What follows belongs to an exercise in optimizing a design on an open flow for small area, a short achievable clock period and few clock cycles per item; a production flow would make more cautious choices. At most, simulation tests tie the RTL to the original design; equivalence was not proved. Function not checked in runs 1 to 4 and 6: the RTL went through the layout flow alone. Power figures rest on the tool's default switching activity, not on a simulated workload.

==> design/flow/design.v <==
module qmx_lane (
    input  wire [17:0] ent,
    input  wire [2:0]  f,
    input  wire        rz,
    input  wire [8:0]  mx1,
    input  wire        nan_blk,    
    input  wire        inf_blk,    
    output wire        we,
    output wire [19:0] word        
);
    function [9:0] sub9(input [8:0] a, input [8:0] b);
        reg [9:0] x, y, g, p, c;
        integer i, s;
        begin
            x = {1'b0, a};
            y = ~{1'b0, b};
            g = x & y;
            p = x ^ y;
            g[0] = g[0] | p[0];                     
            c = g;
            for (s = 1; s < 10; s = s * 2)
                for (i = 9; i >= s; i = i - 1) begin
                    c[i] = c[i] | (p[i] & c[i-s]);
                    p[i] = p[i] & p[i-s];
                end
            sub9 = (x ^ y) ^ {c[8:0], 1'b1};
        end
    endfunction
    function [7:0] inc8(input [7:0] x);
        reg [7:0] a;
        integer i, s;
        begin
            a = x;
            for (s = 1; s < 8; s = s * 2)
                for (i = 7; i >= s; i = i - 1)
                    a[i] = a[i] & a[i-s];
            inc8 = x ^ {a[6:0], 1'b1};
        end
    endfunction
    wire       sgn = ent[17];
    wire [8:0] L   = ent[16:8];
    wire [7:0] F   = ent[7:0];
    reg  [4:0] negc1;      
    reg  [7:0] cb;         
    reg  [6:0] maxmag;
    reg  [1:0] mm;         
    reg        is_int;
    always @* begin
        negc1 = 5'd1; cb = 8'd24; maxmag = 7'h7F; mm = 2'd3; is_int = 1'b0;
        case (f)
            3'b000:  begin negc1 = 5'd19; cb = 8'd32; maxmag = 7'h7E; mm = 2'd3; end  
            3'b001:  begin negc1 = 5'd4;  cb = 8'd39; maxmag = 7'h7B; mm = 2'd2; end  
            3'b010:  begin negc1 = 5'd27; cb = 8'd28; maxmag = 7'h1F; mm = 2'd2; end  
            3'b011:  begin negc1 = 5'd31; cb = 8'd26; maxmag = 7'h1F; mm = 2'd3; end  
            3'b100:  begin negc1 = 5'd31; cb = 8'd26; maxmag = 7'h07; mm = 2'd1; end  
            default: begin negc1 = 5'd1;  cb = 8'd24; maxmag = 7'h7F; mm = 2'd3; is_int = 1'b1; end
        endcase
    end
    wire [9:0] sh   = sub9(mx1, L);
    wire       shn  = sh[9];                        
    wire       nrm  = !is_int && (shn || sh[8:1] == 8'd0);
    wire       far  = !shn && (sh[8:4] != 5'd0);    
    wire [3:0] s4   = sh[3:0];
    reg  [7:0] X;
    always @* begin
        if (is_int) X = {1'b1, F[7:1]};
        else case (mm)
            2'd1:    X = {5'd0, 1'b1, F[1:0]};
            2'd2:    X = {4'd0, 1'b1, F[2:0]};
            default: X = {3'd0, 1'b1, F[3:0]};
        endcase
    end
    wire       s0   = is_int ? F[0] : F[4];
    wire [15:0] xs  = {X, 8'd0} >> s4;
    wire [7:0] n    = far ? 8'd0 : xs[15:8];
    wire       g    = !far && xs[7];
    wire       st   = s0 || (|xs[6:0]);
    wire       up   = !rz && g && (st || n[0]);
    wire [7:0] nx    = {8{sgn}} ^ n;
    wire [7:0] nx1   = inc8(nx);
    wire [7:0] ie    = (up ^ sgn) ? nx1 : nx;
    wire       iovf  = !sgn && (n == 8'h7F) && up;
    wire [7:0] ielem = iovf ? 8'h7F : ie;
    wire [7:0] n1   = inc8(n);
    wire [4:0] smag = up ? n1[4:0] : n[4:0];
    reg  [2:0] mb;
    always @* begin
        case (mm)
            2'd1:    mb = {2'd0, F[1]};
            2'd2:    mb = {1'b0, F[2:1]};
            default: mb = F[3:1];
        endcase
    end
    wire       un   = F[5];
    wire       tov  = F[6];
    wire [3:0] mbr  = {1'b0, mb} + {3'd0, un};
    reg        cy;
    always @* begin
        case (mm)
            2'd1:    cy = mbr[1];
            2'd2:    cy = mbr[2];
            default: cy = mbr[3];
        endcase
    end
    wire [4:0] E0   = L[4:0] - mx1[4:0] + 5'd2;
    wire [4:0] E1   = L[4:0] - mx1[4:0] + 5'd3;
    wire [4:0] E    = cy ? E1 : E0;
    reg  [6:0] nmag;
    always @* begin
        case (mm)
            2'd1:    nmag = {1'b0, E, mbr[0]};
            2'd2:    nmag = {E, mbr[1:0]};
            default: nmag = {E[3:0], mbr[2:0]};
        endcase
    end
    wire       top  = (sh[4:0] == negc1);           
    wire       fovf = nrm && top && tov;
    wire [6:0] fmag = fovf ? maxmag : nrm ? nmag : {2'd0, smag};
    reg  [7:0] felem;
    always @* begin
        case (f)
            3'b010, 3'b011: felem = {2'b00, sgn, fmag[4:0]};
            3'b100:         felem = {4'd0, sgn, fmag[2:0]};
            default:        felem = {sgn, fmag};
        endcase
    end
    wire       clamp = is_int ? iovf : (fovf && !rz);
    wire [7:0] elem  = is_int ? ielem : felem;
    wire       lost  = (L != 9'd0) && !nrm && (n == 8'd0) && !up;
    wire [7:0] code  = mx1[7:0] - cb;
    wire       spec  = nan_blk || inf_blk;
    assign we   = (L != 9'h1FF);
    assign word = spec ? {2'b00, inf_blk && !nan_blk, nan_blk, 8'hFF, 8'h00}
                       : {clamp, lost, 2'b00, code, elem};
endmodule
module qmx_unit (
    input  wire        clk,
    input  wire        rst_n,       
    input  wire        in_valid,
    output wire        in_ready,
    input  wire [31:0] in_data,     
    input  wire        in_act,      
    input  wire [3:0]  in_fmt,      
    input  wire        in_rz,       
    output wire        out_valid,
    input  wire        out_ready,
    output wire [31:0] out_word,    
    output wire        out_we       
);
    function gt9(input [8:0] a, input [8:0] b);
        reg [9:0] x, y, g, p;
        integer i, s;
        begin
            x = {1'b0, b};
            y = ~{1'b0, a};
            g = x & y;
            p = x ^ y;
            g[0] = g[0] | p[0];
            for (s = 1; s < 10; s = s * 2)
                for (i = 9; i >= s; i = i - 1) begin
                    g[i] = g[i] | (p[i] & g[i-s]);
                    p[i] = p[i] & p[i-s];
                end
            gt9 = (x[9] ^ y[9]) ^ g[8];         
        end
    endfunction
    reg  [4:0]  ph;                 
    reg  [4:0]  in_lane;            
    reg         in_rdy;             
    reg         d_v;                
    reg  [31:0] d_x;
    reg         d_act;
    reg  [2:0]  w_f;                
    reg         w_rz;
    reg  [17:0] ring [0:31];
    reg         full;               
    reg  [4:0]  out_lane;
    reg         pend;               
    reg  [2:0]  i_f;  reg i_rz;  reg [8:0] i_mx;  reg i_nan, i_inf;    
    reg  [2:0]  o_f;  reg o_rz;  reg [8:0] o_mx;  reg o_nan, o_inf;    
    reg         s_v;
    reg  [17:0] s_e;
    reg         o_v;
    reg         o_we;
    reg  [19:0] o_w;
    assign in_ready  = in_rdy;
    assign out_valid = o_v;
    assign out_we    = o_we;
    assign out_word  = {12'd0, o_w};
    wire [4:0]  d_lane  = in_lane - 5'd1;
    wire        d_first = (d_lane == 5'd0);
    wire        d_last  = (d_lane == 5'd31);
    wire [7:0]  ex   = d_x[30:23];
    wire [22:0] man  = d_x[22:0];
    wire        nrmx = (ex != 8'd0);
    wire        fin  = (ex != 8'hFF);
    wire        val  = d_act && fin && (nrmx || man != 23'd0);   
    wire [31:0] m32  = {9'd0, man};
    wire        h16  = |m32[31:16];
    wire [15:0] m16  = h16 ? m32[31:16] : m32[15:0];
    wire        h8   = |m16[15:8];
    wire [7:0]  m8   = h8 ? m16[15:8] : m16[7:0];
    wire        h4   = |m8[7:4];
    wire [3:0]  m4   = h4 ? m8[7:4] : m8[3:0];
    wire        h2   = |m4[3:2];
    wire [1:0]  m2   = h2 ? m4[3:2] : m4[1:0];
    wire [4:0]  pos  = {h16, h8, h4, h2, m2[1]};            
    wire [31:0] sm   = m32 << (~pos);
    wire [6:0]  fr   = nrmx ? man[22:16] : sm[30:24];
    wire        stk  = nrmx ? (|man[15:0]) : (|sm[23:0]);
    wire [2:0]  wf   = w_f;
    wire        wrz  = w_rz;
    reg  [4:0]  wc;                 
    reg  [1:0]  wm;
    reg         wint, w43;
    always @* begin
        wint = 1'b0; w43 = 1'b0;
        case (wf)
            3'b000:  begin wc = 5'd14; wm = 2'd3; w43 = 1'b1; end
            3'b001:  begin wc = 5'd29; wm = 2'd2; end
            3'b010:  begin wc = 5'd6;  wm = 2'd2; end
            3'b011:  begin wc = 5'd2;  wm = 2'd3; end
            3'b100:  begin wc = 5'd2;  wm = 2'd1; end
            default: begin wc = 5'd0;  wm = 2'd3; wint = 1'b1; end
        endcase
    end
    wire [8:0]  lgc  = nrmx ? ({1'b0, ex} + {4'd0, wc} + 9'd23) : ({4'd0, pos} + {4'd0, wc} + 9'd1);
    reg  [2:0]  w_mb;
    reg         w_g0, w_s0;
    always @* begin
        case (wm)
            2'd1:    begin w_mb = {2'd0, fr[6]};  w_g0 = fr[5]; w_s0 = (|fr[4:0]) | stk; end
            2'd2:    begin w_mb = {1'b0, fr[6:5]}; w_g0 = fr[4]; w_s0 = (|fr[3:0]) | stk; end
            default: begin w_mb = fr[6:4];        w_g0 = fr[3]; w_s0 = (|fr[2:0]) | stk; end
        endcase
    end
    wire        w_ones = (wm == 2'd1) ? w_mb[0] : (wm == 2'd2) ? (&w_mb[1:0]) : (&w_mb);
    wire        w_un   = !wrz && w_g0 && (w_s0 || w_mb[0]);
    wire        w_tov  = (w_un && w_ones) || (w43 && (w_mb[2:1] == 2'b11) && (w_mb[0] || w_un));
    reg  [3:0]  w_lo;
    always @* begin
        case (wm)
            2'd1:    w_lo = {2'd0, w_mb[0], w_g0};
            2'd2:    w_lo = {1'b0, w_mb[1:0], w_g0};
            default: w_lo = {w_mb, w_g0};
        endcase
    end
    wire [7:0]  e_F   = wint ? {fr, stk} : {1'b0, w_tov, w_un, w_s0, w_lo};
    wire [8:0]  e_L   = !d_act ? 9'h1FF : val ? lgc : 9'd0;
    wire [17:0] d_ent = {d_x[31], e_L, e_F};
    wire [8:0]  lg1   = nrmx ? ({1'b0, ex} + 9'd24) : ({4'd0, pos} + 9'd2);
    wire [8:0]  d_key = val ? lg1 : 9'd0;
    wire        d_nan = d_act && !fin && (man != 23'd0);
    wire        d_inf = d_act && !fin && (man == 23'd0);
    reg  [8:0]  w_floor;            
    always @* begin
        case (wf)
            3'b000:  w_floor = 9'd32;
            3'b001:  w_floor = 9'd39;
            3'b010:  w_floor = 9'd28;
            3'b011:  w_floor = 9'd26;
            3'b100:  w_floor = 9'd26;
            default: w_floor = 9'd24;
        endcase
    end
    wire       at        = (ph == in_lane);             
    wire       slot_free = !(full && (out_lane <= d_lane));
    wire       wr        = d_v && at && slot_free && !(d_first && pend);
    wire       in_fire   = in_valid && in_rdy;
    wire       d_load    = !d_v || wr;
    wire       done      = wr && d_last;                
    wire       o_take    = !o_v || out_ready;           
    wire       s_take    = !s_v || o_take;              
    wire       rd_pre    = (full && (ph == out_lane)) || done;
    wire       rd        = rd_pre && s_take;
    wire [8:0] i_base    = d_first ? w_floor : i_mx;
    wire [8:0] n_mx      = gt9(d_key, i_base) ? d_key : i_base;
    wire       n_nan     = d_nan || (!d_first && i_nan);
    wire       n_inf     = d_inf || (!d_first && i_inf);
    wire       sw        = (done || pend) && s_take;
    wire [4:0] ol_inc    = out_lane + 5'd1;
    wire       full_t    = done ? 1'b1 : (rd_pre && out_lane == 5'd31) ? 1'b0 : full;
    wire       full_f    = done ? 1'b1 : full;
    wire [4:0] ol_t      = done ? 5'd1 : rd_pre ? ol_inc : out_lane;
    wire [4:0] ol_f      = done ? 5'd0 : out_lane;
    wire       pend_f    = done || pend;
    wire       at1       = (ph + 5'd1 == in_lane);
    wire       dv_keep   = d_v && !wr;
    wire       f_t       = (!full_t || ol_t > in_lane);
    wire       f_f       = (!full_f || ol_f > in_lane) && !(in_lane == 5'd0 && pend_f);
    wire       b_t       = at1 && (!dv_keep || !full_t || ol_t > d_lane);
    wire       b_f       = at1 && (!dv_keep || ((!full_f || ol_f > d_lane) && !(d_first && pend_f)));
    wire       rdy_n     = in_fire ? (s_take ? f_t : f_f) : (s_take ? b_t : b_f);
    always @(posedge clk) begin
        if (!rst_n) begin
            ph       <= 5'd0;
            in_lane  <= 5'd0;
            in_rdy   <= 1'b1;
            d_v      <= 1'b0;
            full     <= 1'b0;
            out_lane <= 5'd0;
            pend     <= 1'b0;
            s_v      <= 1'b0;
            o_v      <= 1'b0;
        end else begin
            ph       <= ph + 5'd1;
            if (in_fire) in_lane <= in_lane + 5'd1;
            in_rdy   <= rdy_n;
            d_v      <= in_fire || dv_keep;
            full     <= s_take ? full_t : full_f;
            out_lane <= s_take ? ol_t : ol_f;
            pend     <= pend_f && !s_take;
            if (s_take) s_v <= rd_pre;
            if (o_take) o_v <= s_v;
        end
    end
    always @(posedge clk) begin
        if (d_load) begin
            d_x   <= in_data;
            d_act <= in_act;
        end
        if (in_fire && in_lane == 5'd0) begin
            w_f  <= {in_fmt[3], in_fmt[1:0]};
            w_rz <= in_rz;
        end
    end
    integer r;
    always @(posedge clk) begin
        ring[0] <= wr ? d_ent : ring[31];
        for (r = 1; r < 32; r = r + 1)
            ring[r] <= ring[r-1];
    end
    always @(posedge clk) begin
        if (wr) begin
            i_f <= wf;  i_rz <= wrz;  i_mx <= n_mx;  i_nan <= n_nan;  i_inf <= n_inf;
        end
        if (sw) begin
            if (done) begin
                o_f <= wf;  o_rz <= wrz;  o_mx <= n_mx;  o_nan <= n_nan;  o_inf <= n_inf;
            end else begin
                o_f <= i_f; o_rz <= i_rz; o_mx <= i_mx;  o_nan <= i_nan;  o_inf <= i_inf;
            end
        end
    end
    wire        l_we;
    wire [19:0] l_w;
    qmx_lane u_lane (
        .ent     (s_e),
        .f       (o_f),
        .rz      (o_rz),
        .mx1     (o_mx),
        .nan_blk (o_nan),
        .inf_blk (o_inf),
        .we      (l_we),
        .word    (l_w)
    );
    always @(posedge clk) begin
        if (s_take) s_e <= ring[30];
        if (o_take) begin
            o_we <= l_we;
            o_w  <= l_w;
        end
    end
endmodule
==> design/flow/run.sh <==
#!/bin/bash
# synth_recipe.tcl (not shown) runs the flow's synth.tcl, then flattens the netlist and writes it again
# the make line also repeats each setting of config.mk as NAME=value (left out here)
make -C /OpenROAD-flow-scripts/flow DESIGN_CONFIG=/design/flow/config.mk WORK_HOME=/design/flow/orfs CLKGATE_MAP_FILE= SYNTH_SCRIPT=/design/flow/synth_recipe.tcl finish
==> design/flow/config.mk <==
export PLATFORM = sky130hd
export DESIGN_NAME = qmx_unit
export DESIGN_NICKNAME = qmx_unit
export VERILOG_FILES = /design/flow/design.v
export SDC_FILE = /design/flow/constraint.sdc
export NUM_CORES = 4
export LEC_CHECK = 0
export CAP_MARGIN = 20
export CORE_MARGIN = 2
export CORE_UTILIZATION = 40
export SLEW_MARGIN = 20
==> design/flow/constraint.sdc <==
create_clock -name core_clock -period 18.0 [get_ports {clk}]
set_input_delay 3.6000 -clock core_clock [delete_from_list [all_inputs] [get_ports {clk}]]
set_output_delay 3.6000 -clock core_clock [all_outputs]
set_load 0.01 [all_outputs]
==> results of run 1 <==
## routing by layer
metal  track usage [%]  vias up  wire [um]
met2              24.1      422      20500
met1              23.1     6808      23600
met3              3.58       90       2740
met5                 0        -          0
li1                  -     6897          -
met4              6.37        0       1640
## worst reg2reg max path, delay by kind of cell, from the launching register on
kind	cells	cell delay [ns]
AO/OA/AOI/OAI	8	1.74
buffers and inverters	2	0.90
adder cells (fa/ha/maj)	2	0.84
AND/OR/NAND/NOR	7	1.97
flip-flops	1	0.52
multiplexers	2	0.64
## flip-flops by register name, summed over array words and instances (netlist names), 3 cells and up
register / count
d_x: 32
i_f: 3
i_mx: 9
in_lane: 5
o_f: 3
o_mx: 9
o_w: 20
out_lane: 5
ph: 5
ring: 576
s_e: 18
w_f: 3
## where the power goes
group / internal (mW) / switching [mW] / total [mW]
logic: 0.155 / 0.240 / 0.395
clock network: 0.807 / 0.579 / 1.39
registers: 1.81 / 0.0811 / 1.89
## worst max-delay path by stage
stage                   start       to  slack [ns]  cells after the start
floorplan           out_ready   o_f[0]       12.93                      4
global placement      d_x[21]  o_mx[6]       10.98                     21
detailed placement    d_x[21]  o_mx[6]       11.24                     20
CTS                   d_x[21]  o_mx[1]       11.19                     21
global route          d_x[21]  o_mx[6]       10.73                     21
finish                d_x[21]  o_mx[1]       11.12                     21
## kinds of logic after synthesis
logic type	count (synthesis)	share of synthesized area (%)
AO/OA/AOI/OAI	362	10.8
XOR/XNOR	70	2.65
adder cells (fa/ha/maj)	94	5.21
buffers and inverters	176	3.33
flip-flops	703	65.4
multiplexers	55	2.65
other	1	0.0162
AND/OR/NAND/NOR	469	9.98
## cell type report
cell class                 count  area [um2]
multi-input combinational   1062        7290
clock buffer                  88        1890
fill                        5215       30800
tap                          765         957
clock inverter                28         333
sequential                   703       15100
timing repair buffer          79         751
inverter                      84         315
## through the flow
stage | std cells | setup WS (ns) | total power, mW
final | 2809 | 11.12 | 3.67
after global routing | 2809 | 10.73 | 3.84
after CTS | 2809 | 11.19 | 3.71
after detailed placement | 2693 | 11.24 | 2.31
after global placement | 2692 | 10.98 | 2.30
after floorplan | 1941 | 12.93 | 2.17
## layout by cell type, fill, tap and decap left out, types with 11 or more instances in the layout
| cell type | n |
|---|---|
| nor2_1 | 96 |
| nand2b_1 | 17 |
| clkbuf_16 | 69 |
| o21a_1 | 16 |
| o211ai_1 | 12 |
| nand3_1 | 36 |
| nand4_1 | 23 |
| a21oi_1 | 68 |
| conb_1 | 12 |
| nor3_1 | 39 |
| nand2_1 | 141 |
| ha_1 | 90 |
| o21ai_0 | 80 |
| or4_1 | 12 |
| dfxtp_1 | 597 |
| inv_1 | 77 |
| edfxtp_1 | 106 |
| and2_1 | 22 |
| clkdlybuf4s50_1 | 63 |
| nor2b_1 | 25 |
| xor2_1 | 28 |
| xnor2_1 | 42 |
| mux2_2 | 21 |
| clkinv_2 | 12 |
| a21o_1 | 18 |
| buf_4 | 16 |
| mux2i_1 | 31 |
| a31oi_1 | 18 |
| a211oi_1 | 22 |
| nor4_1 | 11 |
==> reports/summary.txt, run 1 <==
run status = no timing/DRC/antenna violations
depth of the most critical reg-to-reg path = 21
via count = 14217
Total GRT Usage = 16.3%
count leader, synth = dfxtp_1
post-synth top area share = 51.6%
Starting Density = 40.3%
Die ar. = 59800 um2
RePlAce Congestion = 0.903
Slowest cell on crit path = clkinv_1
max incr delay on CP = 0.83 ns
chip width = 245 um
syn_area_per_cell = 12.0 um2
hold_sp = ring[7][1]
initial antenna violation count = 0
H-Tree Level Count = 3
Yosys top cell by area = dfxtp_1
CP max FO = 18
worst path required time = 18.33 ns
Pre-antenna DRT Iters = 6
Remaining DRCs = 0
synthesized flop and latch total = 703
relative slew slack = 31.2%
unrepaired setup endpoints after global routing = no
R2R Path Start = d_x[21]
peak supply drop = 0.000119 V
Nets = 2133
io pins = 77
top cells by count, synth = 597 x dfxtp_1, 141 x nand2_1, 106 x edfxtp_1, 96 x nor2_1, 90 x ha_1
Core Rows = 88
R2R Path End = o_mx[1]
Final period util = 38.2%
Synthesis Warnings = 3
final hold slack = 0.315 ns
first-pass GRT wire length = 76500 um
# port buffers = 63
Final Max Tran Viols = 0
ANT nets after route = 0
hold-critical path depth = 0
Max-cap violations = 0
CTS Sinks = 703
Setup CP Type = register to register
fmax = 145 MHz
largest cells by area after synthesis = dfxtp_1 52%, edfxtp_1 14%, ha_1 4.9%
Mapped Area = 23100 um2
vias in the first global route = 13770
Pleak = 10.6 nW
Top FF cell, synth = dfxtp_1
DP Area = 24400 um2
final instance area = 26700 um2
Synth Instances = 1930
R2R setup slack = 11.12 ns
Area Overhead vs Synth = 15.2%
Iter 0 DRT Violations = 937
CTS Buffer Depth = 3
Final setup viols = 0
CP Capture Type = register
grt total ovfl = 0
Hold-fix buffers, CTS = 0
Final TNS setup = 0 ns
CTS tree = built
Reg clk slew, reported paths = 0.06 ns
post-CTS setup buffer count = 0
Final Hold Viols = 0
post-synthesis sequential area ratio = 65.4%
Data arrival, critical path = 7.21 ns
largest net degree at the start of global routing = 36
Ant. Diodes = 0
total core area = 57500 um2
DR vias/cell = 5.06
CP cell instances = nor3_1 -> o21ai_0 -> a31o_2 -> nor2_1 -> clkinv_1 -> ha_1 -> a21oi_1 -> nor2_1 -> inv_1 -> ha_1 -> a21oi_1 -> nor2b_1 -> o21ai_0 -> nand2b_1 -> a21oi_1 -> nor2b_1 -> o21ai_0 -> nand2b_1 -> a211o_1 -> mux2_2 -> mux2_2
share of cells above drive strength 1 = 8.71%
critical path's top delay family = simple AND/OR/NAND/NOR gates
PD cells = 138 nW/um2
Die Span Y = 245 um
slew at the pin closest to its max-slew limit = 1.03 ns
Post-Route WL = 48400 um
Min-Delay Endpoint = ring[8][1]
clock insertion delay at the later pin of the skew report = 0.59 ns
CTS root buffer = clkbuf_16
Buf/Inv on CP = 2
Setup crit start kind = register
DR WL/cell = 17.2 um
DP HPWL = 33600 um
final core area utilization = 46.4%
Post-synth EDFFs = 106
minimum clock period = 6.88 ns
Resize count post-CTS = 0
hold crit path type = register to register
Post-synth ARST share = 0%
number of distinct library cells after synthesis = 90
CTS buffer count = 67
clk_skew = 0.0231 ns
==> run 2, diff against run 1 <==
==> design/flow/flow/run.sh (new file) <==
#!/bin/bash
set -euo pipefail
export BUFFER_PORTS_ARGS="-buffer_cell sky130_fd_sc_hd__buf_2"
export SETUP_SLACK_MARGIN=$(cat flow/setup_margin)
bash standard.sh > standard.log 2>&1
==> design/flow/flow/setup_margin (new file) <==
0
==> design/flow/standard.sh (new file) <==
#!/bin/bash
# synth_recipe.tcl (not shown) runs the flow's synth.tcl, then flattens the netlist and writes it again
# the make line also repeats each setting of config.mk as NAME=value (left out here)
make -C /OpenROAD-flow-scripts/flow DESIGN_CONFIG=/design/flow/config.mk WORK_HOME=/design/flow/orfs CLKGATE_MAP_FILE= SYNTH_SCRIPT=/design/flow/synth_recipe.tcl "${@:-finish}"
removed: design/flow/run.sh
==> run 2 against run 1 <==
- largest cell class unchanged
- flip-flop and latch count unchanged
- non-clock buffer count up 1
- largest power group unchanged
- setup slack better by 0.57 ns
- sequential share of layout area increased by 0.41 points
- sequential power hardly changed
- still clean on timing, DRC and antenna
- synthesized cell count unchanged
==> reports/summary.txt, run 2 <==
run status = no timing/DRC/antenna violations
Mapped Area = 23100 um2
total core area = 57500 um2
Area Overhead vs Synth = 14.4%
CTS tree = built
DP HPWL = 33200 um
minimum clock period = 6.31 ns
clock power share = 38.8%
Resize count post-CTS = 0
Pleak = 10.6 nW
Setup CP Type = register to register
Top reg by flops = ring
Max-cap violations = 0
Hold-fix buffers, CTS = 0
DR WL/cell = 17.0 um
post-synthesis sequential area ratio = 65.4%
number of distinct library cells after synthesis = 90
first-pass GRT wire length = 75500 um
via count = 14012
# port buffers = 63
largest net degree at the start of global routing = 36
Top FF cell, synth = dfxtp_1
H-Tree Level Count = 3
Post-synth ARST share = 0%
Die Span Y = 245 um
Final period util = 35.0%
Nets = 2134
syn_area_per_cell = 12.0 um2
peak supply drop = 0.0000848 V
synthesized flop and latch total = 703
Net Sw Frac = 24.6%
Post-Route WL = 47800 um
Ant. Diodes = 0
Synthesis Warnings = 3
worst path required time = 18.35 ns
fmax = 159 MHz
CTS root buffer = clkbuf_16
Final Max Tran Viols = 0
Starting Density = 40.3%
CTS Sinks = 703
clk_skew = 0.0272 ns
most frequent cells in the layout = 597 x dfxtp_1, 141 x nand2_1, 106 x edfxtp_1
Slowest cell on crit path = nor3_1
Data arrival, critical path = 6.65 ns
ANT nets after route = 0
placed cells = 2694
CTS Buffer Depth = 3
share of cells above drive strength 1 = 11.7%
grt total ovfl = 0
chip width = 245 um
biggest regs = ring: 576 flops, d_x: 32 flops, o_w: 20 flops
Reg clk slew, reported paths = 0.06 ns
top cells by count, synth = 597 x dfxtp_1, 141 x nand2_1, 106 x edfxtp_1, 96 x nor2_1, 90 x ha_1
R2R setup slack = 11.69 ns
final non-filler cell total = 2812
io pins = 77
post-synth top area share = 51.6%
largest cells by area after synthesis = dfxtp_1 52%, edfxtp_1 14%, ha_1 4.9%
CP cell instances = nor3_1 -> o21ai_0 -> a31o_2 -> nor2_1 -> buf_4 -> clkinv_1 -> ha_1 -> a21oi_1 -> nor2_1 -> inv_1 -> ha_1 -> a21oi_1 -> nor2b_1 -> o21ai_0 -> nand2b_1 -> a21oi_1 -> nor2b_1 -> o21ai_0 -> nand2b_1 -> a211o_1 -> mux2_2 -> mux2_2
Core Rows = 88
post-CTS setup buffer count = 0
Pre-antenna DRT Iters = 5
most common cell after layout, fill and taps aside = dfxtp_1
CP max FO = 18
Synth Instances = 1930
Final TNS setup = 0 ns
Final Hold Viols = 0
clock insertion delay at the later pin of the skew report = 0.61 ns
slew at the pin closest to its max-slew limit = 1.04 ns
Int Power = 2.80 mW
Yosys top cell by area = dfxtp_1
DR vias/cell = 4.98
vias in the first global route = 13833
switching pwr = 0.914 mW
Total GRT Usage = 16.1%
RePlAce Congestion = 0.889
unrepaired setup endpoints after global routing = no
hold crit path type = register to register
relative slew slack = 30.3%
number of flip-flops in the largest register = 576
Setup crit start kind = register
CTS buffer count = 67
Die ar. = 59800 um2
count leader, synth = dfxtp_1
Comb pwr share = 10.4%
CP Capture Type = register
max incr delay on CP = 0.89 ns
Iter 0 DRT Violations = 942
PD cells = 140 nW/um2
Reg power frac = 50.8%
Final setup viols = 0
Post-synth EDFFs = 106
initial antenna violation count = 0
Remaining DRCs = 0
-- run 2: cell counts after synthesis --
No cell type changed its count.
-- run 2: kinds of logic (layout without fill, tap and decap cells) --
family / after synthesis / in the layout / synth area share, %
DFF: 703 / 703 / 65.4
and+or+nand+nor: 469 / 469 / 9.98
AOI/OAI and AO/OA: 362 / 362 / 10.8
buffers and inverters: 176 / 282 / 3.33
adders and majority gates: 94 / 94 / 5.21
xor gates and xnor gates: 70 / 70 / 2.65
muxes: 55 / 55 / 2.65
other: 1 / 12 / 0.0162
-- run 2: final timing paths --
check / cells past startpoint / startpoint / to
worst max-delay path: 22 / d_x[21] / o_mx[6]
worst min-delay path: 0 / ring[3][8] / ring[4][8]
worst max register to register: 22 / d_x[21] / o_mx[6]
worst min register to register: 0 / ring[3][8] / ring[4][8]
-- run 2: routing by layer --
layer,up-vias,global-route usage [%],share of wire [%]
li1,6893,-,-
met1,6702,23.0,50
met2,324,23.2,42
met3,93,4.10,5.5
met4,0,6.10,2.9
met5,-,0,0
-- run 2: final cells by class --
type,instances,area [um2]
well taps,765,957
multi-input cells,1062,7290
flip-flops and latches,703,15100
clock buffers,92,1900
repair buffers,80,443
inverters,84,315
clock inverters,26,434
fillers,5257,31000
-- run 2: critical path: cells and delay by family, from the launching register on --
kind	cells	cell delay (ns)
buf+inv	3	0.83
simple gates	7	1.43
fa+ha+maj	2	0.81
mux	2	0.65
compound gates	8	1.79
flops	1	0.53
-- run 2: through the flow --
stage	instance area, um2	total power [mW]	hold slack, ns	utilization, %	setup WS (ns)
after floorplan	23200	2.17	0.310	-	12.93
after global placement	24100	2.29	0.310	42.0	11.84
after detailed placement	24100	2.30	0.312	42.0	11.86
after CTS	26500	3.76	0.307	46.1	11.83
after global routing	26500	3.89	0.320	46.1	11.40
final	26500	3.71	0.307	46.1	11.69
-- run 2: power groups by stage --
stage / Combinational [mW] / Sequential (mW) / Clock, mW
after floorplan: 0.291 / 1.88 / 0
final: 0.386 / 1.89 / 1.44
after global routing: 0.428 / 1.91 / 1.55
after global placement: 0.377 / 1.92 / 0
after CTS: 0.383 / 1.89 / 1.48
after detailed placement: 0.381 / 1.92 / 0
==> run 3, diff against run 2 <==
==> design/flow/flow/setup_margin (replaced) <==
12.5
==> run 3 against run 2 <==
- still clean
- wire length grew 1.2%
- global-route usage grew 0.14 points
- critical path depth grew 3
- design area grew 1.3%
- sequential share of layout area shrank 0.70 points
- clock power is essentially flat
- setup slack gained 1.1 ns
- combinational power grew 6.0%
- non-clock buffer count grew 29
- die area is the same
- sequential power is essentially flat
- largest power group unchanged
==> reports/summary.txt, run 3 <==
run status = no timing/DRC/antenna violations
Pleak = 10.8 nW
Final Hold Viols = 0
max incr delay on CP = 0.56 ns
Hold-fix buffers, CTS = 0
CTS root buffer = clkbuf_16
chip width = 245 um
Final TNS setup = 0 ns
Post-synth ARST share = 0%
Setup crit start kind = register
synthesized flop and latch total = 703
largest net degree at the start of global routing = 36
syn_area_per_cell = 12.0 um2
number of distinct library cells after synthesis = 90
Slowest cell on crit path = edfxtp_1
most common cell after layout, fill and taps aside = dfxtp_1
total core area = 57500 um2
share of cells above drive strength 1 = 14.0%
Iter 0 DRT Violations = 1001
Reg clk slew, reported paths = 0.06 ns
post-synthesis sequential area ratio = 65.4%
CTS tree = built
clk_skew = 0.0256 ns
Reg area = 15100 um2
via count = 14195
Nets = 2163
DR vias/cell = 5.00
CTS buffer count = 67
minimum clock period = 5.25 ns
post-synth top area share = 51.6%
Post-Route WL = 48300 um
Die ar. = 59800 um2
Ant. Diodes = 0
number of flip-flops in the largest register = 576
Top reg by flops = ring
initial antenna violation count = 0
Top FF cell, synth = dfxtp_1
io pins = 77
Starting Density = 40.3%
PD cells = 139 nW/um2
Final period util = 29.2%
relative slew slack = 31.2%
slew at the pin closest to its max-slew limit = 1.03 ns
first-pass GRT wire length = 76100 um
clock insertion delay at the later pin of the skew report = 0.61 ns
RePlAce Congestion = 0.889
ANT nets after route = 0
CP Capture Type = register
CP max FO = 24
Post-synth EDFFs = 106
unrepaired setup endpoints after global routing = yes
peak supply drop = 0.0000848 V
Mapped Area = 23100 um2
fmax = 190 MHz
dpl ws = 11.86 ns
Remaining DRCs = 0
final setup margin = 12.75 ns
CTS Sinks = 703
largest cells by area after synthesis = dfxtp_1 52%, edfxtp_1 14%, ha_1 4.9%
DR WL/cell = 17.0 um
most used cell, CP = a21oi_1
count leader, synth = dfxtp_1
area of the multi-input gates = 7370 um2
vias in the first global route = 13942
Data arrival, critical path = 5.60 ns
Buf/Inv on CP = 6
grt total ovfl = 0
most frequent cells in the layout = 595 x dfxtp_1, 141 x nand2_1, 106 x edfxtp_1
Core Rows = 88
Area Overhead vs Synth = 15.8%
hold crit path type = register to register
critical path's top delay family = compound AO/OA/AOI/OAI gates
Yosys top cell by area = dfxtp_1
Max-cap violations = 0
Die Span Y = 245 um
Pre-antenna DRT Iters = 5
DP HPWL = 33200 um
biggest regs = ring: 576 flops, d_x: 32 flops, o_w: 20 flops
CTS Buffer Depth = 3
placed cells = 2694
H-Tree Level Count = 3
Total GRT Usage = 16.2%
Final Max Tran Viols = 0
final non-filler cell total = 2841
Setup CP Type = register to register
Synth Instances = 1930
fill count = 5234
worst path required time = 18.35 ns
Synthesis Warnings = 3
# port buffers = 63
Final setup viols = 0
top cells by count, synth = 597 x dfxtp_1, 141 x nand2_1, 106 x edfxtp_1, 96 x nor2_1, 90 x ha_1
## run 3: cell types whose count changed in the layout (fill, tap and decap cells not counted), sizes merged
cell	before	now
clkinv	16	14
buf	80	109
clkinvlp	1	5
inv	87	85
## run 3: layout make-up
class | count | share of cell area (%)
flip-flops and latches | 703 | 56.5
multi-input cells | 1062 | 27.5
clock buffers | 92 | 7.10
well taps | 765 | 3.57
repair buffers | 109 | 2.49
clock inverters | 26 | 1.62
inverters | 84 | 1.29
## run 3: final timing paths
| check | start | end | slack (ns) | depth (start not counted) |
|---|---|---|---|---|
| worst max-delay path | d_x[21] | o_mx[6] | 12.75 | 25 |
| worst min register to register | ring[3][8] | ring[4][8] | 0.31 | 0 |
| worst min-delay path | ring[3][8] | ring[4][8] | 0.31 | 0 |
| worst max register to register | d_x[21] | o_mx[6] | 12.75 | 25 |
## run 3: what timing repair did
action	in CTS	in global routing
setup buffers	14	15
pin swaps	1	5
endpoints found under the setup margin	22	22
resized for setup	14	20
## run 3: logic make-up after synthesis
logic type                 count (synthesis)  synth area share [%]
buffers and inverters                    176                  3.33
DFF                                      703                  65.4
muxes                                     55                  2.65
adders and majority gates                 94                  5.21
other                                      1                0.0162
AOI/OAI and AO/OA                        362                  10.8
xor gates and xnor gates                  70                  2.65
and+or+nand+nor                          469                  9.98
## run 3: worst reg2reg max path, cell delays in order (launching register included)
cell        delay (ns)
edfxtp_1          0.56
or3_1             0.47
nor2_2            0.13
buf_6             0.20
clkinvlp_4        0.22
o211ai_1          0.23
buf_4             0.22
nor2_2            0.05
buf_6             0.19
clkinv_8          0.15
ha_1              0.24
a21oi_1           0.12
nor2_1            0.08
inv_1             0.06
ha_1              0.23
a21oi_1           0.14
nor2b_1           0.06
o21ai_0           0.15
nand2b_1          0.08
a21oi_1           0.15
nor2b_1           0.05
o21ai_0           0.13
nand2b_1          0.08
a211o_4           0.39
mux2_2            0.30
mux2_2            0.29
## run 3: power breakdown
part | switching, mW | internal [mW] | leakage [nW]
Sequential | 0.0744 | 1.81 | 5.97
Combinational | 0.250 | 0.158 | 3.70
Clock | 0.595 | 0.846 | 1.14
## run 3: metrics by stage
| step | area [um2] | util [%] | power, mW | hold WS, ns |
|---|---|---|---|---|
| floorplan | 23200 | - | 2.17 | 0.310 |
| global route | 26800 | 46.7 | 3.90 | 0.320 |
| CTS | 26600 | 46.3 | 3.76 | 0.307 |
| detailed placement | 24100 | 42.0 | 2.30 | 0.312 |
| global placement | 24100 | 42.0 | 2.29 | 0.310 |
| finish | 26800 | 46.7 | 3.73 | 0.307 |
## run 3: routing by layer
| layer | global-route usage [%] | vias up | wire length [um] |
|---|---|---|---|
| met2 | 23.5 | 387 | 20200 |
| met4 | 6.35 | 0 | 1470 |
| met5 | 0 | - | 0 |
| li1 | - | 6948 | - |
| met3 | 4.12 | 95 | 2980 |
| met1 | 23.1 | 6765 | 23700 |
==> run 4, diff against run 3 <==
==> design/flow/flow/setup_margin (replaced) <==
0
--- a/design/flow/config.mk
+++ b/design/flow/config.mk
@@ -10,2 +10,3 @@
 export CORE_UTILIZATION = 40
+export CTS_BUF_LIST = sky130_fd_sc_hd__clkbuf_4
 export SLEW_MARGIN = 20
==> run 4 against run 3 <==
- still clean on timing, DRC and antenna
- synthesized cell count unchanged
- global-route usage increased by 0.38 points
- maximum frequency decreased by 17%
- largest cell class unchanged
- largest power group unchanged
==> reports/summary.txt, run 4 <==
run status = no timing/DRC/antenna violations
vias in the first global route = 14766
Hold-fix buffers, CTS = 0
Top FF cell, synth = dfxtp_1
Final setup viols = 0
unrepaired setup endpoints after global routing = no
Die Span Y = 245 um
CP max FO = 18
number of flip-flops in the largest register = 576
Final Max Tran Viols = 0
initial antenna violation count = 2
Post-Route WL = 48900 um
switching pwr = 0.920 mW
Data arrival, critical path = 6.96 ns
Int Power = 2.62 mW
DR WL/cell = 16.3 um
count leader, synth = dfxtp_1
dpl ws = 11.86 ns
most common cell after layout, fill and taps aside = dfxtp_1
Comb pwr share = 10.9%
PD cells = 135 nW/um2
Nets = 2231
first-pass GRT wire length = 77600 um
syn_area_per_cell = 12.0 um2
R2R setup slack = 11.69 ns
Post-synth ARST share = 0%
CTS tree = built
depth of the most critical reg-to-reg path = 22
Die ar. = 59800 um2
relative slew slack = 29.9%
ANT nets after route = 0
CTS root buffer = clkbuf_4
Yosys top cell by area = dfxtp_1
DP Area = 24100 um2
Synthesis Warnings = 3
chip width = 245 um
total power = 3.54 mW
Reg power frac = 53.2%
R2R Path Start = d_x[21]
Remaining DRCs = 0
DR vias/cell = 4.87
Starting Density = 40.3%
peak supply drop = 0.0000836 V
slew at the pin closest to its max-slew limit = 1.04 ns
fill count = 5370
# port buffers = 63
Total GRT Usage = 16.6%
final core area utilization = 45.8%
Setup crit start kind = register
hold crit path type = register to register
clock insertion delay at the later pin of the skew report = 0.96 ns
Final TNS setup = 0 ns
largest net degree at the start of global routing = 36
Reg clk slew, reported paths = 0.07 ns
most frequent cells in the layout = 597 x dfxtp_1, 242 x clkbuf_4, 141 x nand2_1
hold_sp = ring[11][5]
clk_skew = 0.0798 ns
Final period util = 35.1%
share of cells above drive strength 1 = 18.0%
Resize count post-CTS = 0
Max-cap violations = 0
biggest regs = ring: 576 flops, d_x: 32 flops, o_w: 20 flops
final instance area = 26300 um2
Mapped Area = 23100 um2
post-synthesis sequential area ratio = 65.4%
post-CTS setup buffer count = 0
synthesized flop and latch total = 703
Area Overhead vs Synth = 13.7%
RePlAce Congestion = 0.889
Net Sw Frac = 26.0%
via count = 14595
Synth Instances = 1930
max incr delay on CP = 0.87 ns
Slowest cell on crit path = nor3_1
CTS Sinks = 703
Iter 0 DRT Violations = 936
io pins = 77
total core area = 57500 um2
DP HPWL = 33200 um
clock power share = 35.9%
Pleak = 10.8 nW
H-Tree Level Count = 4
worst path required time = 18.64 ns
grt total ovfl = 0
largest cells by area after synthesis = dfxtp_1 52%, edfxtp_1 14%, ha_1 4.9%
hold-critical path depth = 0
Final Hold Viols = 0
CTS buffer count = 164
fmax = 158 MHz
Top reg by flops = ring
post-synth top area share = 51.6%
final setup margin = 11.69 ns
R2R Path End = o_mx[6]
Setup CP Type = register to register
Core Rows = 88
CP Capture Type = register
minimum clock period = 6.31 ns
Pre-antenna DRT Iters = 5
Post-synth EDFFs = 106
CTS Buffer Depth = 3
CP cell instances = nor3_1 -> o21ai_0 -> a31o_2 -> nor2_1 -> buf_4 -> clkinv_1 -> ha_1 -> a21oi_1 -> nor2_1 -> inv_1 -> ha_1 -> a21oi_1 -> nor2b_1 -> o21ai_0 -> nand2b_1 -> a21oi_1 -> nor2b_1 -> o21ai_0 -> nand2b_1 -> a211o_1 -> mux2_2 -> mux2_2
Min-Delay Endpoint = ring[12][5]
number of distinct library cells after synthesis = 90
top cells by count, synth = 597 x dfxtp_1, 141 x nand2_1, 106 x edfxtp_1, 96 x nor2_1, 90 x ha_1
==> run 4: area by class of cell <==
| class | count | area (um2) | share of cell area, % |
|---|---|---|---|
| Antenna cell | 3 | 7.51 | 0.0285 |
| Clock buffer | 242 | 1820 | 6.90 |
| Clock inverter | 57 | 364 | 1.38 |
| Inverter | 84 | 315 | 1.20 |
| Multi-Input combinational cell | 1062 | 7290 | 27.7 |
| Sequential cell | 703 | 15100 | 57.5 |
| Tap cell | 765 | 957 | 3.64 |
| Timing Repair Buffer | 80 | 443 | 1.68 |
==> run 4: stage by stage <==
stage                     instances  hold WS (ns)
after detailed placement       2694         0.312
final                          2996         0.283
after global routing           2996         0.288
after global placement         2694         0.310
after floorplan                1941         0.310
after CTS                      2993         0.278
==> run 4: cells by family (layout without fill, tap and decap cells) <==
group           Yosys count  in the layout  synth area share, %
xor+xnor                 70             70                 2.65
simple gates            469            469                 9.98
flops                   703            703                 65.4
mux                      55             55                 2.65
compound gates          362            362                 10.8
fa+ha+maj                94             94                 5.21
other cells               1             15               0.0162
buf+inv                 176            463                 3.33
==> run 4: per-layer routing <==
metal	wire length, um	vias to the layer above	track usage, %	part of all wire [%]
met3	2980	85	5.44	6.1
met5	0	-	0	0
met2	20500	384	23.7	42
li1	-	7202	-	-
met4	1290	0	7.50	2.6
met1	24100	6924	22.7	49
==> run 4: worst max-delay path by stage <==
stage                     startpoint      end  slack, ns  cells past startpoint
after CTS                    d_x[11]  o_mx[6]      11.80                     22
after detailed placement     d_x[11]  o_mx[6]      11.86                     22
after global routing         d_x[21]  o_mx[2]      11.37                     21
after global placement       d_x[11]  o_mx[6]      11.84                     22
final                        d_x[21]  o_mx[6]      11.69                     22
after floorplan            out_ready   o_f[0]      12.93                      4
==> run 4: power by group through the flow <==
stage          Sequential [mW]  Clock (mW)  Combinational (mW)
2_1_floorplan             1.88           0               0.291
3_3_place_gp              1.92           0               0.377
3_5_place_dp              1.92           0               0.381
4_1_cts                   1.89        1.33               0.383
5_1_grt                   1.91        1.41               0.428
6_report                  1.89        1.27               0.386
==> run 4: worst max-delay path, delay by kind of cell, from the launching register on <==
family	cells	cell delay, ns
flip-flops	1	0.54
AO/OA/AOI/OAI	8	1.77
buffers and inverters	3	0.85
AND/OR/NAND/NOR	7	1.41
multiplexers	2	0.65
adder cells (fa/ha/maj)	2	0.81
==> run 5, diff against run 4 <==
--- a/design/flow/design.v
+++ b/design/flow/design.v
@@ -2,3 +2,3 @@
     input  wire [17:0] ent,
-    input  wire [2:0]  f,
+    input  wire [5:0]  fh,         
     input  wire        rz,
@@ -42,18 +42,13 @@
     wire [7:0] F   = ent[7:0];
-    reg  [4:0] negc1;      
-    reg  [7:0] cb;         
-    reg  [6:0] maxmag;
-    reg  [1:0] mm;         
-    reg        is_int;
-    always @* begin
-        negc1 = 5'd1; cb = 8'd24; maxmag = 7'h7F; mm = 2'd3; is_int = 1'b0;
-        case (f)
-            3'b000:  begin negc1 = 5'd19; cb = 8'd32; maxmag = 7'h7E; mm = 2'd3; end  
-            3'b001:  begin negc1 = 5'd4;  cb = 8'd39; maxmag = 7'h7B; mm = 2'd2; end  
-            3'b010:  begin negc1 = 5'd27; cb = 8'd28; maxmag = 7'h1F; mm = 2'd2; end  
-            3'b011:  begin negc1 = 5'd31; cb = 8'd26; maxmag = 7'h1F; mm = 2'd3; end  
-            3'b100:  begin negc1 = 5'd31; cb = 8'd26; maxmag = 7'h07; mm = 2'd1; end  
-            default: begin negc1 = 5'd1;  cb = 8'd24; maxmag = 7'h7F; mm = 2'd3; is_int = 1'b1; end
-        endcase
-    end
+    wire       f43 = fh[0], f52 = fh[1], f32 = fh[2], f23 = fh[3], f21 = fh[4];
+    wire       is_int = fh[5];
+    wire       m1  = f21;                   
+    wire       m2  = f52 || f32;            
+    wire       m3  = f43 || f23;            
+    wire [4:0] negc1  = ({5{f43}} & 5'd19) | ({5{f52}} & 5'd4) | ({5{f32}} & 5'd27)
+                      | ({5{f23 | f21}} & 5'd31) | ({5{is_int}} & 5'd1);
+    wire [7:0] cb     = ({8{f43}} & 8'd32) | ({8{f52}} & 8'd39) | ({8{f32}} & 8'd28)
+                      | ({8{f23 | f21}} & 8'd26) | ({8{is_int}} & 8'd24);
+    wire [6:0] maxmag = ({7{f43}} & 7'h7E) | ({7{f52}} & 7'h7B) | ({7{f32 | f23}} & 7'h1F)
+                      | ({7{f21}} & 7'h07);
     wire [9:0] sh   = sub9(mx1, L);
@@ -63,11 +58,6 @@
     wire [3:0] s4   = sh[3:0];
-    reg  [7:0] X;
-    always @* begin
-        if (is_int) X = {1'b1, F[7:1]};
-        else case (mm)
-            2'd1:    X = {5'd0, 1'b1, F[1:0]};
-            2'd2:    X = {4'd0, 1'b1, F[2:0]};
-            default: X = {3'd0, 1'b1, F[3:0]};
-        endcase
-    end
+    wire [7:0] X    = ({8{is_int}} & {1'b1, F[7:1]})
+                    | ({8{m1}} & {5'd0, 1'b1, F[1:0]})
+                    | ({8{m2}} & {4'd0, 1'b1, F[2:0]})
+                    | ({8{m3}} & {3'd0, 1'b1, F[3:0]});
     wire       s0   = is_int ? F[0] : F[4];
@@ -85,10 +75,3 @@
     wire [4:0] smag = up ? n1[4:0] : n[4:0];
-    reg  [2:0] mb;
-    always @* begin
-        case (mm)
-            2'd1:    mb = {2'd0, F[1]};
-            2'd2:    mb = {1'b0, F[2:1]};
-            default: mb = F[3:1];
-        endcase
-    end
+    wire [2:0] mb   = ({3{m1}} & {2'd0, F[1]}) | ({3{m2}} & {1'b0, F[2:1]}) | ({3{m3}} & F[3:1]);
     wire       un   = F[5];
@@ -96,10 +79,3 @@
     wire [3:0] mbr  = {1'b0, mb} + {3'd0, un};
-    reg        cy;
-    always @* begin
-        case (mm)
-            2'd1:    cy = mbr[1];
-            2'd2:    cy = mbr[2];
-            default: cy = mbr[3];
-        endcase
-    end
+    wire       cy   = (m1 && mbr[1]) || (m2 && mbr[2]) || (m3 && mbr[3]);
     wire [4:0] E0   = L[4:0] - mx1[4:0] + 5'd2;
@@ -107,10 +83,4 @@
     wire [4:0] E    = cy ? E1 : E0;
-    reg  [6:0] nmag;
-    always @* begin
-        case (mm)
-            2'd1:    nmag = {1'b0, E, mbr[0]};
-            2'd2:    nmag = {E, mbr[1:0]};
-            default: nmag = {E[3:0], mbr[2:0]};
-        endcase
-    end
+    wire [6:0] nmag = ({7{m1}} & {1'b0, E, mbr[0]}) | ({7{m2}} & {E, mbr[1:0]})
+                    | ({7{m3}} & {E[3:0], mbr[2:0]});
     wire       top  = (sh[4:0] == negc1);           
@@ -118,10 +88,5 @@
     wire [6:0] fmag = fovf ? maxmag : nrm ? nmag : {2'd0, smag};
-    reg  [7:0] felem;
-    always @* begin
-        case (f)
-            3'b010, 3'b011: felem = {2'b00, sgn, fmag[4:0]};
-            3'b100:         felem = {4'd0, sgn, fmag[2:0]};
-            default:        felem = {sgn, fmag};
-        endcase
-    end
+    wire [7:0] felem = ({8{f32 | f23}} & {2'b00, sgn, fmag[4:0]})
+                     | ({8{f21}} & {4'd0, sgn, fmag[2:0]})
+                     | ({8{f43 | f52}} & {sgn, fmag});
     wire       clamp = is_int ? iovf : (fovf && !rz);
@@ -178,4 +143,4 @@
     reg         pend;               
-    reg  [2:0]  i_f;  reg i_rz;  reg [8:0] i_mx;  reg i_nan, i_inf;    
-    reg  [2:0]  o_f;  reg o_rz;  reg [8:0] o_mx;  reg o_nan, o_inf;    
+    reg  [2:0]  i_f;  reg i_rz;  reg [7:0] i_ex;  reg i_nan, i_inf;    
+    reg  [5:0]  o_fh; reg o_rz;  reg [8:0] o_mx;  reg o_nan, o_inf;    
     reg         s_v;
@@ -250,15 +215,14 @@
     wire [17:0] d_ent = {d_x[31], e_L, e_F};
-    wire [8:0]  lg1   = nrmx ? ({1'b0, ex} + 9'd24) : ({4'd0, pos} + 9'd2);
-    wire [8:0]  d_key = val ? lg1 : 9'd0;
+    wire [7:0]  d_exk = (d_act && fin && nrmx) ? ex : 8'd0;
     wire        d_nan = d_act && !fin && (man != 23'd0);
     wire        d_inf = d_act && !fin && (man == 23'd0);
-    reg  [8:0]  w_floor;            
+    reg  [3:0]  w_emax;
     always @* begin
         case (wf)
-            3'b000:  w_floor = 9'd32;
-            3'b001:  w_floor = 9'd39;
-            3'b010:  w_floor = 9'd28;
-            3'b011:  w_floor = 9'd26;
-            3'b100:  w_floor = 9'd26;
-            default: w_floor = 9'd24;
+            3'b000:  w_emax = 4'd8;
+            3'b001:  w_emax = 4'd15;
+            3'b010:  w_emax = 4'd4;
+            3'b011:  w_emax = 4'd2;
+            3'b100:  w_emax = 4'd2;
+            default: w_emax = 4'd0;
         endcase
@@ -275,6 +239,18 @@
     wire       rd        = rd_pre && s_take;
-    wire [8:0] i_base    = d_first ? w_floor : i_mx;
-    wire [8:0] n_mx      = gt9(d_key, i_base) ? d_key : i_base;
+    wire [7:0] i_base    = d_first ? {4'd0, w_emax} : i_ex;
+    wire       d_gt      = (d_exk > i_base);
+    wire [7:0] n_ex      = d_gt ? d_exk : i_base;
+    wire [8:0] n_mx1     = d_gt ? ({1'b0, d_exk} + 9'd24) : ({1'b0, i_base} + 9'd24);
     wire       n_nan     = d_nan || (!d_first && i_nan);
     wire       n_inf     = d_inf || (!d_first && i_inf);
+    function [5:0] fdec(input [2:0] ff);
+        case (ff)
+            3'b000:  fdec = 6'b000001;      
+            3'b001:  fdec = 6'b000010;      
+            3'b010:  fdec = 6'b000100;      
+            3'b011:  fdec = 6'b001000;      
+            3'b100:  fdec = 6'b010000;      
+            default: fdec = 6'b100000;      
+        endcase
+    endfunction
     wire       sw        = (done || pend) && s_take;
@@ -334,3 +310,3 @@
         if (wr) begin
-            i_f <= wf;  i_rz <= wrz;  i_mx <= n_mx;  i_nan <= n_nan;  i_inf <= n_inf;
+            i_f <= wf;  i_rz <= wrz;  i_ex <= n_ex;  i_nan <= n_nan;  i_inf <= n_inf;
         end
@@ -338,5 +314,5 @@
             if (done) begin
-                o_f <= wf;  o_rz <= wrz;  o_mx <= n_mx;  o_nan <= n_nan;  o_inf <= n_inf;
+                o_fh <= fdec(wf);  o_rz <= wrz;  o_mx <= n_mx1;  o_nan <= n_nan;  o_inf <= n_inf;
             end else begin
-                o_f <= i_f; o_rz <= i_rz; o_mx <= i_mx;  o_nan <= i_nan;  o_inf <= i_inf;
+                o_fh <= fdec(i_f); o_rz <= i_rz; o_mx <= {1'b0, i_ex} + 9'd24;  o_nan <= i_nan;  o_inf <= i_inf;
             end
@@ -348,3 +324,3 @@
         .ent     (s_e),
-        .f       (o_f),
+        .fh      (o_fh),
         .rz      (o_rz),
==> design/flow/flow/setup_margin (replaced) <==
13.2
--- a/design/flow/config.mk
+++ b/design/flow/config.mk
@@ -10,3 +10,2 @@
 export CORE_UTILIZATION = 40
-export CTS_BUF_LIST = sky130_fd_sc_hd__clkbuf_4
 export SLEW_MARGIN = 20
==> run 5 against run 4 <==
- flip-flop and latch count is 2 higher
- count of clock-buffer cells in the layout is 146 lower
- setup slack better by 1.6 ns
- register-to-register slack better by 1.6 ns
- via count is 2.2% lower
- combinational power is 26% higher
- critical path depth is 21 lower
- die area hardly changed
- clock power is 9% higher
==> reports/summary.txt, run 5 <==
chip width = 244 um
largest net degree at the start of global routing = 35
syn_area_per_cell = 12.2 um2
synthesized flop and latch total = 705
CP cell instances = buf_2
unrepaired setup endpoints after global routing = yes
Post-synth ARST share = 0%
top cells by count, synth = 597 x dfxtp_1, 108 x edfxtp_1, 107 x nand2_1, 93 x nor2_1, 91 x a21oi_1
Nets = 2166
most common cell after layout, fill and taps aside = dfxtp_1
Final Max Tran Viols = 0
count leader, synth = dfxtp_1
CTS buffer count = 67
Pre-antenna DRT Iters = 5
total core area = 57500 um2
Slowest cell on crit path = edfxtp_1
Starting Density = 40.2%
Area Overhead vs Synth = 18.4%
CTS Sinks = 705
Core Rows = 88
relative slew slack = 30.2%
PD cells = 139 nW/um2
DR vias/cell = 5.00
H-Tree Level Count = 3
CTS tree = built
peak supply drop = 0.0000976 V
Synth Instances = 1898
ANT nets after route = 0
Final setup viols = 0
number of flip-flops in the largest register = 576
post-synthesis sequential area ratio = 65.7%
CTS Buffer Depth = 3
via count = 14273
Top reg by flops = ring
DR WL/cell = 17.2 um
Remaining DRCs = 0
Setup CP Type = register to primary output
Post-synth EDFFs = 108
Iter 0 DRT Violations = 1002
Setup crit start kind = register
Buf/Inv on CP = 1
clk_skew = 0.0439 ns
Yosys top cell by area = dfxtp_1
Die Span Y = 244 um
largest cells by area after synthesis = dfxtp_1 52%, edfxtp_1 14%, ha_1 4.7%
Data arrival, critical path = 1.16 ns
grt total ovfl = 0
Hold-fix buffers, CTS = 0
Max-cap violations = 0
Final TNS setup = 0 ns
most frequent cells in the layout = 593 x dfxtp_1, 108 x edfxtp_1, 103 x nand2_1
Synthesis Warnings = 3
final core area utilization = 47.7%
clock insertion delay at the later pin of the skew report = 0.61 ns
critical path's top delay family = flip-flops
Post-Route WL = 49200 um
Final period util = 26.4%
Top FF cell, synth = dfxtp_1
worst path required time = 14.40 ns
Total GRT Usage = 16.2%
minimum clock period = 4.76 ns
vias in the first global route = 13781
CP max FO = 1
fmax = 210 MHz
initial antenna violation count = 1
# port buffers = 63
biggest regs = ring: 576 flops, d_x: 32 flops, o_w: 20 flops
max incr delay on CP = 0.42 ns
DP HPWL = 33000 um
slew at the pin closest to its max-slew limit = 1.04 ns
Die ar. = 59800 um2
RePlAce Congestion = 0.883
first-pass GRT wire length = 76200 um
Reg clk slew, reported paths = 0.07 ns
CTS root buffer = clkbuf_16
Pleak = 11.0 nW
Final Hold Viols = 0
post-synth top area share = 51.7%
number of distinct library cells after synthesis = 102
Mapped Area = 23100 um2
run status = no timing/DRC/antenna violations
hold crit path type = register to register
share of cells above drive strength 1 = 17.9%
CP Capture Type = primary output
io pins = 77
[run 5: cells by family after synthesis]
logic type | after synthesis | synth area share [%]
DFF | 705 | 65.7
buffers and inverters | 178 | 3.48
other | 1 | 0.0162
AOI/OAI and AO/OA | 377 | 11.3
adders and majority gates | 92 | 5.14
xor gates and xnor gates | 66 | 2.50
and+or+nand+nor | 429 | 9.55
muxes | 50 | 2.28
[run 5: what timing repair did]
action	4_1_cts	5_1_grt
gates cloned	2	2
setup endpoints to repair	61	22
pin swaps	17	19
gates resized for setup	57	42
setup buffers	37	26
[run 5: path summary, 6_finish.rpt]
path / slack [ns] / end / startpoint / depth (start not counted)
setup / recovery: 13.24 / out_word[11] / o_w[11] / 1
hold / removal: 0.32 / ring[11][7] / ring[10][7] / 0
setup reg to reg: 13.30 / ring[0][6] / d_x[19] / 16
hold reg to reg: 0.32 / ring[11][7] / ring[10][7] / 0
[run 5: cell type report]
type                    count  area (um2)
multi-input cells        1026        7650
clock inverters            26         308
diodes                      3        7.51
inverters                  92         367
clock buffers              96        1930
repair inverters            2        10.0
well taps                 765         957
fillers                  5166       30100
repair buffers            138         960
flip-flops and latches    705       15200
[run 5: where the power goes]
group | internal, mW | total (mW) | switching (mW)
Combinational | 0.194 | 0.486 | 0.292
Sequential | 1.86 | 1.95 | 0.0895
Clock | 0.801 | 1.38 | 0.583
Total | 2.85 | 3.82 | 0.965
[run 5: per-layer routing]
layer	share of wire, %	global-route usage, %
met4	3.1	6.76
met1	47	22.5
met2	45	24.9
met3	4.9	2.94
met5	0	0
[run 5: stage by stage]
| stage | cell area (um2) | power, mW | setup slack [ns] | hold slack, ns | instances |
|---|---|---|---|---|---|
| 2_1_floorplan | 23300 | 2.26 | 13.11 | 0.310 | 1909 |
| 3_3_place_gp | 24100 | 2.39 | 12.16 | 0.310 | 2661 |
| 3_5_place_dp | 24100 | 2.40 | 12.21 | 0.312 | 2661 |
| 4_1_cts | 27000 | 3.83 | 13.13 | 0.316 | 2822 |
| 5_1_grt | 27400 | 3.99 | 13.17 | 0.323 | 2850 |
| 6_report | 27400 | 3.82 | 13.24 | 0.315 | 2853 |
Testbench counts of run 5, summed over its fixed seeds: cycles 33,040, blocks 1,024.
==> run 6, diff against run 5 <==
--- a/design/flow/design.v
+++ b/design/flow/design.v
@@ -132,3 +132,3 @@
     reg  [4:0]  ph;                 
-    reg  [4:0]  in_lane;            
+    reg  [4:0]  q;                  
     reg         in_rdy;             
@@ -141,3 +141,4 @@
     reg         full;               
-    reg  [4:0]  out_lane;
+    reg  [4:0]  ol;                 
+    reg  [4:0]  olm;                
     reg         pend;               
@@ -154,5 +155,4 @@
     assign out_word  = {12'd0, o_w};
-    wire [4:0]  d_lane  = in_lane - 5'd1;
-    wire        d_first = (d_lane == 5'd0);
-    wire        d_last  = (d_lane == 5'd31);
+    wire        d_first = (q == 5'd0);
+    wire        d_last  = (q == 5'd31);
     wire [7:0]  ex   = d_x[30:23];
@@ -229,5 +229,7 @@
     end
-    wire       at        = (ph == in_lane);             
-    wire       slot_free = !(full && (out_lane <= d_lane));
-    wire       wr        = d_v && at && slot_free && !(d_first && pend);
+    wire       at        = (ph == q);                   
+    wire       e_ol_q    = (ol == q);
+    wire       e_olm_q   = (olm == q);
+    wire       e_ph1_q   = (ph + 5'd1 == q);
+    wire       wr        = d_v && at && !(full && e_ol_q) && !(d_first && pend);
     wire       in_fire   = in_valid && in_rdy;
@@ -237,3 +239,3 @@
     wire       s_take    = !s_v || o_take;              
-    wire       rd_pre    = (full && (ph == out_lane)) || done;
+    wire       rd_pre    = (full && (ph == olm)) || done;
     wire       rd        = rd_pre && s_take;
@@ -256,14 +258,8 @@
     wire       sw        = (done || pend) && s_take;
-    wire [4:0] ol_inc    = out_lane + 5'd1;
-    wire       full_t    = done ? 1'b1 : (rd_pre && out_lane == 5'd31) ? 1'b0 : full;
-    wire       full_f    = done ? 1'b1 : full;
-    wire [4:0] ol_t      = done ? 5'd1 : rd_pre ? ol_inc : out_lane;
-    wire [4:0] ol_f      = done ? 5'd0 : out_lane;
-    wire       pend_f    = done || pend;
-    wire       at1       = (ph + 5'd1 == in_lane);
-    wire       dv_keep   = d_v && !wr;
-    wire       f_t       = (!full_t || ol_t > in_lane);
-    wire       f_f       = (!full_f || ol_f > in_lane) && !(in_lane == 5'd0 && pend_f);
-    wire       b_t       = at1 && (!dv_keep || !full_t || ol_t > d_lane);
-    wire       b_f       = at1 && (!dv_keep || ((!full_f || ol_f > d_lane) && !(d_first && pend_f)));
+    wire       xf        = !full || !e_olm_q;
+    wire       xb        = !full || !e_ol_q;
+    wire       f_t       = done || xf || rd_pre;
+    wire       f_f       = !done && xf && !(d_last && pend);
+    wire       b_t       = e_ph1_q && (!d_v || xb || rd_pre);
+    wire       b_f       = e_ph1_q && (!d_v || (xb && !(d_first && pend)));
     wire       rdy_n     = in_fire ? (s_take ? f_t : f_f) : (s_take ? b_t : b_f);
@@ -271,4 +267,4 @@
         if (!rst_n) begin
-            ph       <= 5'd0;
-            in_lane  <= 5'd0;
+            ph       <= 5'd31;
+            q        <= 5'd31;
             in_rdy   <= 1'b1;
@@ -276,3 +272,4 @@
             full     <= 1'b0;
-            out_lane <= 5'd0;
+            ol       <= 5'd0;
+            olm      <= 5'd31;
             pend     <= 1'b0;
@@ -282,8 +279,15 @@
             ph       <= ph + 5'd1;
-            if (in_fire) in_lane <= in_lane + 5'd1;
+            if (in_fire) q <= q + 5'd1;
             in_rdy   <= rdy_n;
-            d_v      <= in_fire || dv_keep;
-            full     <= s_take ? full_t : full_f;
-            out_lane <= s_take ? ol_t : ol_f;
-            pend     <= pend_f && !s_take;
+            d_v      <= in_fire || (d_v && !wr);
+            if (done) begin
+                full <= 1'b1;
+                ol   <= {4'd0, rd};
+                olm  <= rd ? 5'd0 : 5'd31;
+            end else if (rd) begin
+                if (olm == 5'd30) full <= 1'b0;
+                ol   <= ol + 5'd1;
+                olm  <= olm + 5'd1;
+            end
+            pend     <= (done || pend) && !s_take;
             if (s_take) s_v <= rd_pre;
@@ -297,3 +301,3 @@
         end
-        if (in_fire && in_lane == 5'd0) begin
+        if (in_fire && q == 5'd31) begin
             w_f  <= {in_fmt[3], in_fmt[1:0]};
--- a/design/flow/config.mk
+++ b/design/flow/config.mk
@@ -10,2 +10,4 @@
 export CORE_UTILIZATION = 40
+export CTS_CLUSTER_DIAMETER = 120
+export CTS_CLUSTER_SIZE = 28
 export SLEW_MARGIN = 20
==> run 6 against run 5 <==
- flip-flop and latch count up 5
- worst hold slack better by 0.012 ns
- critical path type unchanged
- count of clock-buffer cells in the layout down 57
- sequential power down 5%
- utilization down 3.2 points
- combinational power down 32%
- wire length down 6.7%
- maximum frequency about the same
- clock skew down 0.019 ns
- die area down 2.0%
- non-clock buffer count down 27
- largest power group unchanged
- critical endpoint is now out_word[16]
==> reports/summary.txt, run 6 <==
run status = no timing/DRC/antenna violations
depth of the most critical reg-to-reg path = 16
syn_area_per_cell = 12.1 um2
clock power share = 25.5%
vias in the first global route = 12894
Min-Delay Endpoint = ring[28][0]
clock insertion delay at the later pin of the skew report = 0.60 ns
switching pwr = 0.712 mW
DR vias/cell = 5.01
max incr delay on CP = 0.40 ns
Buf/Inv on CP = 1
post-synth top area share = 53.2%
top cells by count, synth = 602 x dfxtp_1, 129 x nand2_1, 108 x edfxtp_1, 96 x nor2_1, 83 x a21oi_1
Total GRT Usage = 15.3%
CP max FO = 1
number of distinct library cells after synthesis = 88
most frequent cells in the layout = 601 x dfxtp_1, 124 x nand2_1, 108 x edfxtp_1
Nets = 2039
Starting Density = 40.3%
synthesized flop and latch total = 710
Data arrival, critical path = 1.15 ns
largest cells by area after synthesis = dfxtp_1 53%, edfxtp_1 14%, ha_1 3.3%
Post-synth ARST share = 0%
Core Rows = 87
Post-synth EDFFs = 108
worst path required time = 14.40 ns
Int Power = 2.22 mW
Slowest cell on crit path = edfxtp_1
Remaining DRCs = 0
CP Capture Type = primary output
minimum clock period = 4.75 ns
clk_skew = 0.0250 ns
final core area utilization = 44.4%
Top reg by flops = ring
M1 wire length = 22500 um
Pre-antenna DRT Iters = 5
Iter 0 DRT Violations = 953
io pins = 77
post-synthesis sequential area ratio = 67.5%
CTS Sinks = 710
Hold-fix buffers, CTS = 0
first-pass GRT wire length = 72200 um
ANT nets after route = 0
Comb pwr share = 11.3%
Final Max Tran Viols = 0
Synthesis Warnings = 3
Die ar. = 58600 um2
most common cell after layout, fill and taps aside = dfxtp_1
Mapped Area = 22700 um2
RePlAce Congestion = 0.911
R2R Path Start = d_x[15]
Max-cap violations = 0
DR WL/cell = 17.0 um
Net Sw Frac = 24.3%
chip width = 242 um
unrepaired setup endpoints after global routing = yes
fmax = 210 MHz
CTS buffer count = 29
Final TNS setup = 0 ns
DP HPWL = 31500 um
CTS tree = built
peak supply drop = 0.0000777 V
CTS root buffer = clkbuf_16
relative slew slack = 36.9%
H-Tree Level Count = 1
hold crit path type = register to register
biggest regs = ring: 576 flops, d_x: 32 flops, o_w: 20 flops
critical path's top delay family = flip-flops
routed length on met3 = 1750 um
Area Overhead vs Synth = 10.1%
met2 wire len = 20400 um
## run 6: cell count changes after synthesis, moves of 8 or more
cell | previous run | this run
xor2_1 | 21 | 36
buf_4 | 25 | 12
nand3_1 | 35 | 54
nand2_1 | 107 | 129
ha_1 | 87 | 60
a21oi_1 | 91 | 83
mux2i_1 | 37 | 25
nor2b_1 | 26 | 12
clkbuf_1 | 46 | 67
## run 6: cell type report
type	count	area, um2
clock inverters	2	21.3
inverters	83	332
repair inverters	1	7.51
multi-input cells	996	6870
clock buffers	39	773
well taps	756	946
diodes	1	2.50
flip-flops and latches	710	15300
repair buffers	111	699
fillers	5259	31200
## run 6: repair_timing
action | 4_1_cts | 5_1_grt
endpoints found under the hold margin | 0 | 0
cloned | 1 | 0
endpoints found under the setup margin | 25 | 32
pin swaps | 1 | 6
resized for setup | 23 | 33
buffers inserted | 14 | 21
## run 6: how the worst max path moves through the flow
| stage | endpoint | slack, ns | cells past startpoint |
|---|---|---|---|
| floorplan | olm[3] | 13.07 | 8 |
| CTS | ring[0][4] | 13.12 | 16 |
| finish | out_word[16] | 13.25 | 1 |
| global route | o_w[6] | 13.04 | 19 |
| global placement | ring[0][4] | 11.96 | 17 |
| detailed placement | ring[0][4] | 12.05 | 17 |
## run 6: cell families (layout without fill, tap and decap cells)
logic type	after synthesis	in the layout	share of synthesized area, %
fa+ha+maj	65	65	3.76
buf+inv	178	236	3.20
mux	41	41	2.10
simple gates	432	432	9.25
xor+xnor	76	76	2.94
other cells	1	13	0.0166
flops	710	710	67.5
compound gates	370	370	11.2
## run 6: routing by layer
metal  vias up  GRT usage [%]
li1       6639              -
met1      6453           21.9
met2       345           24.1
met3        77           2.08
met4         0           4.27
met5         -              0
## run 6: power by group through the flow
stage                     clock (mW)  combinational (mW)  sequential, mW
final                          0.747               0.332            1.85
after global routing           0.833               0.368            1.87
after CTS                      0.778               0.318            1.86
after detailed placement           0               0.303            1.90
after global placement             0               0.300            1.89
after floorplan                    0               0.242            1.85
## run 6: through the flow
step	cells	power (mW)	area, um2	hold WS [ns]	worst slack, ns
after floorplan	1884	2.10	22700	0.310	13.07
after global placement	2620	2.19	23700	0.310	11.96
after detailed placement	2620	2.20	23700	0.312	12.05
after CTS	2676	2.96	24600	0.314	13.12
after global routing	2698	3.08	24900	0.331	13.04
final	2699	2.93	25000	0.328	13.25

Check on run 6: ideal ports give 13.248 ns setup slack; a clkbuf_16 on the clock port and buf_2 on the inputs give 13.190 ns; moving port delays by the midpoint clock arrival (0.647 ns) as well gives 12.719 ns.
